What follows belongs to an exercise in optimizing a design on an open flow for small area, a short achievable clock period and few clock cycles per item; a production flow would make more cautious choices. At most, simulation tests tie the RTL to the original design; equivalence was not proved. Power figures rest on the tool's default switching activity, not on a simulated workload.

==> flow/design.v (excerpt) <==
module can_fd_tx (
    input  wire        clk,
    input  wire        rst,
    input  wire        wr_en,
    input  wire [5:0]  wr_addr,
    input  wire [7:0]  wr_data,
    input  wire        start,
    input  wire [28:0] ident,
    input  wire        ide,
    input  wire        rtr,
    input  wire        fdf,
    input  wire        brs,
    input  wire        esi,
    input  wire [3:0]  dlc,
    output reg         busy,
    output wire        tx_valid,
    input  wire        tx_ready,
    output reg         tx_bit,
    output reg  [4:0]  tx_field,
    output reg         tx_stuff,
    output reg         tx_fast,
    output reg         tx_last
);
export LEC_CHECK = 0
export ABC_CLOCK_PERIOD_IN_PS = 2000
export CAP_MARGIN = 20
export CORE_MARGIN = 2
export CORE_UTILIZATION = 40
export CTS_CLUSTER_DIAMETER = 150
export CTS_CLUSTER_SIZE = 22
export PLACE_DENSITY = 0.6
export SETUP_SLACK_MARGIN = 3.0
export SLEW_MARGIN = 20
create_clock -name core_clock -period 5.0 [get_ports {clk}]
run.sh (not shown) runs the stock make flow with config.mk's settings and CLKGATE_MAP_FILE= SYNTH_SCRIPT=/design/flow/synth_recipe.tcl, a recipe that flattens the netlist after the stock synthesis.
Testbench counts at the start, summed over its fixed seeds: cycles 52,801, bits 49,405.
Next try:
Settings changed: ABC_CLOCK_PERIOD_IN_PS 2000 to 2200, SETUP_SLACK_MARGIN 3.0 to 2.8.
=> Power is lower slightly. Global-route usage is lower by 0.35 points. Non-clock buffer count is lower by 18. Final cell count is lower slightly. Synthesized area stays the same. Wire length is lower slightly. Core utilization is lower by 0.88 points. Cell area is lower slightly. Register-to-register slack improves by 0.03 ns. Count of clock-buffer cells in the layout is unchanged.

---

can_fd_tx, a different RTL version from the one above (not shown whole).
For scale: ~1900 cells after synthesis, about 650 flip-flops, ~27000 sq um of cells after synthesis.
make LEC_CHECK=0 ABC_CLOCK_PERIOD_IN_PS=2200 CAP_MARGIN=20 CORE_MARGIN=2 CORE_UTILIZATION=40 CTS_BUF_LIST='sky130_fd_sc_hd__clkbuf_4 sky130_fd_sc_hd__clkbuf_8' CTS_CLUSTER_SIZE=25 PLACE_DENSITY=0.6 SETUP_SLACK_MARGIN=2.8 SLEW_MARGIN=20 finish   # period 5.0 ns
Change:
--- a/flow/config.mk
+++ b/flow/config.mk
@@ -11 +11 @@
-export CORE_UTILIZATION = 40
+export CORE_UTILIZATION = 55
@@ -14 +14 @@
-export PLACE_DENSITY = 0.6
+export PLACE_DENSITY = 0.7
After rerunning:
- total power is about the same
- worst hold slack degrades by 14 ps
- wire length drops by 3.4%
- clock power drops by about 0.8%
- setup slack improves by 25 ps
- via count climbs by 2.0%
- cell count drops by 8.0%
- utilization climbs by 18 points
- global-route usage climbs by 7.7 points
- cell area drops by 0.98%
No functional check of the RTL was part of any run of this note.

---

Another version of the RTL of can_fd_tx (not shown whole).
For scale: roughly 660 flip-flops, about 0.026 mm^2 of cells after synthesis.
clock: 5.0 ns
lec_check: 0
abc_clock_period_in_ps: 2200
cap_margin: 20
core_margin: 2
core_utilization: 40
place_density: 0.6
setup_slack_margin: 2.8
slew_margin: 20
tns_end_percent: 5
The first run completed with no timing, DRC or antenna violations.
Testbench counts at the start, summed over its fixed seeds: cycles 52,801, bits 49,405.
Edit:
Settings changed: TNS_END_PERCENT 5 to default.
Design area is higher by 2.4%. Sequential share of layout area is lower by 1.4 points. Worst hold slack degrades by 0.015 ns. Combinational power is higher by 6.1%. Power is higher by 1.8%. First-iteration DRC count is higher by 0.57%. Routed wire length is higher by 1.8%.

---

Setup of v49:
can_fd_tx, a different RTL version from the one above (not shown whole).
For scale: ~1,700 cells after synthesis, roughly 680 flip-flops, roughly 68 I/O pins, ~0.026 mm^2 of cells after synthesis.
clock: 5.0 ns
lec_check: 0
abc_clock_period_in_ps: 2200
cap_margin: 20
core_margin: 2
core_utilization: 40
cts_cluster_diameter: 150
cts_cluster_size: 22
place_density: 0.6
setup_slack_margin: 2.8
slew_margin: 20
standard.sh (not shown) runs the stock make flow with config.mk's settings and CLKGATE_MAP_FILE= SYNTH_SCRIPT=/design/flow/synth_recipe.tcl, a recipe that flattens the netlist after the stock synthesis.
==> flow/flow/run.sh <==
#!/bin/bash
# The standard layout (the standard.sh, unchanged synthesis and steps)
# with two changes made through ORFS's own variables:
#  - the port buffers are buf_2 cells instead of the default delay buffers;
#  - clock tree synthesis gets the same clustering as config.mk but no
#    dummy loads.
# standard.sh's full output goes to standard.log in this folder; ORFS keeps
# each step's log under orfs/logs/.
set -e
export BUFFER_PORTS_ARGS="-buffer_cell sky130_fd_sc_hd__buf_2"
export CTS_ARGS="-sink_clustering_enable -repair_clock_nets -sink_clustering_size 22 -sink_clustering_max_diameter 150 -dont_use_dummy_load"
bash standard.sh > standard.log 2>&1
Testbench counts of v49, summed over its fixed seeds: cycles 52,801, bits 49,405.
The inputs of v40 differ from those of v49 as listed below.
# v49
export LEC_CHECK = 0
export ABC_CLOCK_PERIOD_IN_PS = 2200
export CAP_MARGIN = 20
export CORE_MARGIN = 2
export CORE_UTILIZATION = 40
export CTS_CLUSTER_DIAMETER = 150
export CTS_CLUSTER_SIZE = 22
export PLACE_DENSITY = 0.6
export SETUP_SLACK_MARGIN = 2.8
export SLEW_MARGIN = 20
create_clock -name core_clock -period 5.0 [get_ports {clk}]
# v40
export LEC_CHECK = 0
export ABC_CLOCK_PERIOD_IN_PS = 2200
export CAP_MARGIN = 20
export CORE_MARGIN = 2
export CORE_UTILIZATION = 40
export CTS_CLUSTER_DIAMETER = 150
export CTS_CLUSTER_SIZE = 22
export GPL_TIMING_DRIVEN = 0
export PLACE_DENSITY = 0.6
export SETUP_SLACK_MARGIN = 2.8
export SLEW_MARGIN = 20
create_clock -name core_clock -period 5.0 [get_ports {clk}]
==> flow/run.sh (new file) <==
#!/bin/bash
# synth_recipe.tcl (not shown) runs the flow's synth.tcl, then flattens the netlist and writes it again
# the make line also repeats each setting of config.mk as NAME=value (left out here)
make -C /OpenROAD-flow-scripts/flow DESIGN_CONFIG=/design/flow/config.mk WORK_HOME=/design/flow/orfs CLKGATE_MAP_FILE= SYNTH_SCRIPT=/design/flow/synth_recipe.tcl finish
removed: flow/flow/run.sh
removed: flow/standard.sh
### Flow results
The count of port buffers added during placement in v40 sits about 1.5% below the value recorded for v49.
From v49 to v40 the numbers moved as follows: setup slack down 120 ps; combined flip-flop and latch cell area flat; power attributed to sequential cells flat.
Input changes introduced in v10 (baseline for comparison: v40):
# v40
export LEC_CHECK = 0
export ABC_CLOCK_PERIOD_IN_PS = 2200
export CAP_MARGIN = 20
export CORE_MARGIN = 2
export CORE_UTILIZATION = 40
export CTS_CLUSTER_DIAMETER = 150
export CTS_CLUSTER_SIZE = 22
export GPL_TIMING_DRIVEN = 0
export PLACE_DENSITY = 0.6
export SETUP_SLACK_MARGIN = 2.8
export SLEW_MARGIN = 20
create_clock -name core_clock -period 5.0 [get_ports {clk}]
# v10
export LEC_CHECK = 0
export ABC_CLOCK_PERIOD_IN_PS = 2200
export CAP_MARGIN = 5
export CORE_MARGIN = 2
export CORE_UTILIZATION = 40
export CTS_CLUSTER_DIAMETER = 150
export CTS_CLUSTER_SIZE = 22
export PLACE_DENSITY = 0.6
export SETUP_SLACK_MARGIN = 2.8
export SLEW_MARGIN = 5
create_clock -name core_clock -period 5.0 [get_ports {clk}]
[summary]
v10 reached the end of the flow, and the finished layout is clean on the timing, design-rule and antenna checks.
As far as mux contribution to synthesized area goes, v40 and v10 are indistinguishable; the numbers are identical.
Compared with v40, in v10 largest incremental delay on the critical path higher; synthesized cell count roughly the same; final design area excluding fillers lower.
Run comparison: v40 top routing layer in use met4; v10 top routing layer in use met5
v40 ended up with cnt[1] as its start point of the critical path; v10 ended up with cnt[0].

static timing again, ports no longer ideal:
The results above use ideal ports. As a check the final layouts listed here were re-extracted and re-timed, cells and wires unchanged.
Step 1 (the two cells are an assumption about what drives the block):
set clk [get_ports {clk}]
set_driving_cell -lib_cell sky130_fd_sc_hd__clkbuf_16 $clk
set_driving_cell -lib_cell sky130_fd_sc_hd__buf_2 [delete_from_list [all_inputs] $clk]
Step 2, shift: input delay + t, output delay - t, t = (earliest + latest rising clock arrival at the registers) / 2. This alone moves slack from input paths to output paths.
Slacks: no drivers / after step 1 / after step 2; pairs: no drivers / after step 1.
run | t, ns | setup WS [ns] | hold slack, ns | worst data-port slew with drivers (ns)
the first run of note 1 | 0.657 | 2.748 / 2.748 / 2.395 | 0.499 / 0.499 / 0.499 | 0.05
the second run of note 1 | 0.647 | 2.774 / 2.764 / 2.201 | 0.477 / 0.477 / 0.477 | 0.06
the first run of note 2 | 0.792 | 2.414 / 2.414 / 1.925 | 0.483 / 0.483 / 0.483 | 0.05
the second run of note 2 | 0.756 | 2.438 / 2.438 / 2.033 | 0.469 / 0.469 / 0.469 | 0.04
the first run of note 3 | 0.678 | 2.434 / 2.434 / 1.934 | 0.488 / 0.488 / 0.488 | 0.05
the second run of note 3 | 0.669 | 2.580 / 2.580 / 2.244 | 0.473 / 0.473 / 0.473 | 0.06
v49 | 0.635 | 2.805 / 2.805 / 2.252 | 0.478 / 0.448 / 0.478 | 0.06
v40 | 0.646 | 2.682 / 2.682 / 2.107 | 0.479 / 0.479 / 0.479 | 0.05
v10 | 0.658 | 2.840 / 2.787 / 2.237 | 0.491 / 0.491 / 0.491 | 0.05
After both steps setup and hold are still met in every run listed. For v10, which loses most, drivers alone change the setup slack by -0.053 ns; drivers and shift together by -0.603 ns.
